Background: an optimization exercise with open tools, aiming at small area, a short achievable clock period and few clock cycles. Do not read the settings as production practice. Only simulation tests tie the RTL to the original design; equivalence was not proved. Power is estimated from default activity; no workload was simulated.

==> flow/design.v (excerpt) <==
module awn_lane (
    input  wire        clk,
    input  wire        rst,
    input  wire        start,
    output reg         done,
    output wire [9:0]  imem_addr,
    input  wire [31:0] imem_data,
    input  wire [63:0] in_bits,
    input  wire        wr_en,
    input  wire [1:0]  wr_sel,
    input  wire [3:0]  wr_addr,
    input  wire [31:0] wr_data,
    output wire [63:0] q_bits,
    output wire [63:0] sig,
    output wire [16:0] steps,
    output reg  [3:0]  cause
);
For scale: about 14,000 cells after synthesis, ~1,700 flip-flops, ~300 I/O pins.
export LEC_CHECK = 0
export CAP_MARGIN = 30
export CORE_MARGIN = 2
export CORE_UTILIZATION = 40
export SLEW_MARGIN = 20
export SYNTH_HIERARCHICAL = 1
create_clock -name core_clock -period 22.0 [get_ports {clk}]
standard.sh (not shown) runs the stock make flow with config.mk's settings and CLKGATE_MAP_FILE= SYNTH_SCRIPT=/design/flow/synth_recipe.tcl, a recipe that flattens the netlist after the stock synthesis.
==> flow/flow/run.sh <==
#!/bin/bash
# The standard layout (standard.sh: unchanged synthesis, floorplan, placement,
# CTS, routing), with one change: ORFS's timing repair aims at a setup margin of
# 16 ns on the 22 ns clock, i.e. it sizes and buffers the design for a ~6 ns
# cycle instead of stopping as soon as the 22 ns clock is met.
# The make output of every step goes to flow_make.log here; ORFS keeps each
# tool's own log under orfs/logs/.
set -uo pipefail
bash standard.sh SETUP_SLACK_MARGIN=16 finish > flow_make.log 2>&1
Testbench counts at the start, summed over its fixed seeds: cycles 41,777.
Next try:
--- a/flow/design.v
+++ b/flow/design.v
@@ -357,18 +357,22 @@
             endcase
         end
         if (close) begin
             fold = 1'b1;
             rw0  = {4'hF, 16'd0, close_cause, 29'd0, nsteps + 11'd1};
             rw1  = scan_no;
         end
     end
-    wire [63:0] fold_u = crc ^ rw0;
-    wire [31:0] fold_v = rw1;
+    reg         fr;                
+    reg  [63:0] fr_w0;
+    reg  [31:0] fr_w1;
+    reg         close_q;           
+    wire [63:0] fold_u = crc ^ fr_w0;
+    wire [31:0] fold_v = fr_w1;
     wire [63:0] fold_out;
     assign fold_out[0] = ^(fold_u & 64'hB3AD0999BB0E6640) ^ ^(fold_v & 32'h172963D5);
     assign fold_out[1] = ^(fold_u & 64'hD4F71AAACD12AAC1) ^ ^(fold_v & 32'h397BA47F);
     assign fold_out[2] = ^(fold_u & 64'hA9EE35559A255583) ^ ^(fold_v & 32'h72F748FE);
     assign fold_out[3] = ^(fold_u & 64'h53DC6AAB344AAB06) ^ ^(fold_v & 32'hE5EE91FC);
     assign fold_out[4] = ^(fold_u & 64'h1415DCCFD39B304D) ^ ^(fold_v & 32'hDCF4402D);
     assign fold_out[5] = ^(fold_u & 64'h282BB99FA736609B) ^ ^(fold_v & 32'hB9E8805A);
     assign fold_out[6] = ^(fold_u & 64'h5057733F4E6CC136) ^ ^(fold_v & 32'h73D100B4);
@@ -589,16 +593,18 @@
     always @(posedge clk) begin
         hw_sel  <= wr_sel;
         hw_addr <= wr_addr;
         hw_data <= wr_data;
         if (rst) begin
             hw_en       <= 1'b0;
             running     <= 1'b0;
             done        <= 1'b0;
+            fr          <= 1'b0;
+            close_q     <= 1'b0;
             ba          <= 1'b0;
             wa          <= 32'd0;
             stk         <= 16'd0;
             depth       <= 5'd0;
             ov          <= 1'b0;
             first_scan  <= 1'b0;
             first_r     <= 1'b1;
             crc         <= 64'd0;
@@ -647,28 +653,33 @@
             macc_s  <= 42'd0;
             macc_c  <= 42'd0;
             mcy_r   <= 1'b0;
             mch_r   <= 8'd0;
             mlo     <= 24'd0;
             ovm     <= 1'b0;
         end else begin
           hw_en <= wr_en & ~running;
+          fr      <= fold;
+          fr_w0   <= rw0;
+          fr_w1   <= rw1;
+          close_q <= close;
+          done    <= close_q;
+          if (fr) crc <= fold_out;
           for (i = 0; i < 2; i = i + 1) begin
               if (q_we[i]) q_r[32*i +: 32] <= st_data;
               if (m_we[i]) m_r[32*i +: 32] <= wd_st;
           end
           for (i = 0; i < 16; i = i + 1)
               if (w_we[i]) w_r[i] <= wd_st;
           for (i = 0; i < 8; i = i + 1) begin
               if (k_we[i])  k_r[i]  <= hw_data;
               if (cv_wen[i]) cv_r[i] <= wd_cv;
           end
           if (!running) begin
-            done <= 1'b0;
             if (start) begin
                 running     <= 1'b1;
                 ba          <= 1'b0;
                 wa          <= 32'd0;
                 stk         <= 16'd0;
                 depth       <= 5'd0;
                 ov          <= 1'b0;
                 ovm         <= 1'b0;
@@ -688,34 +699,32 @@
           end else begin
             if (ex & ~stall) nsteps <= nsteps + 11'd1;
             ba    <= n_ba;
             wa    <= n_wa;
             stk   <= n_stk;
             depth <= n_depth;
             ov    <= n_ov;
             ovm   <= norm & is_mul & mdone;
-            if (fold) crc <= fold_out;
             if (inu_we) in_u_r[e_cn] <= ba;
             if (ind_we) in_d_r[e_cn] <= ba;
             if (edg_we) prev_r[e_lo[3:0]] <= ba;
             if (norm & is_mul & ~mdone) begin
                 mcnt   <= mcnt + 3'd1;
                 macc_s <= msum_s;
                 macc_c <= msum_c;
                 mcy_r  <= ~mfirst & mlow[8];
                 mch_r  <= mch_nx;
                 mlo    <= {mlow[7:0], mlo[23:8]};
             end
             if (norm & is_mul & mdone) mcnt <= 3'd0;
             pa <= fa;
             pv <= fv;
             if (close) begin
                 running <= 1'b0;
-                done    <= 1'b1;
                 cause   <= close_cause;
                 fa      <= 11'd0;
                 fv      <= 1'b0;
                 pv      <= 1'b0;
                 ir_v    <= 1'b0;
                 e_v     <= 1'b0;
             end else if (stall) begin
                 if (mcnt == 3'd0) begin
Effect: Core utilization barely changes; fmax barely changes; power came out higher by 1.2%; worst setup slack gains 0.0079 ns; combinational power is lower by about 4%; design area rose by 0.71%.
Testbench counts after the change, summed over its fixed seeds: cycles 41,969.

[port drivers added, routing unchanged]
No port has a modelled driver above. Below, the same layouts with a new extraction and two added sets of constraints.
Step 1 sets driving cells, clkbuf_16 on the clock port and buf_2 on the other inputs (assumed; they add their load-dependent delay and slew).
Step 2 also shifts input and output timing later by t, the mid clock arrival at the registers, as if the neighbouring blocks saw the same clock.
a / b / c = ideal ports / drivers / drivers and shift; a / b = the first two.
run	t (ns)	setup slack, ns	worst setup path after step 2	clock arrival spread, ns	worst slew at a driven data input, ns
the first run	0.985	15.871 / 15.871 / 14.986	input to register	0.086 / 0.086	0.08
the second run	1.022	15.879 / 15.879 / 14.972	input to register	0.142 / 0.142	0.15
After both steps every run listed still meets setup and hold. The setup slack of the second run, which loses most, moves by 0.000 ns with the drivers and by -0.907 ns with both steps.
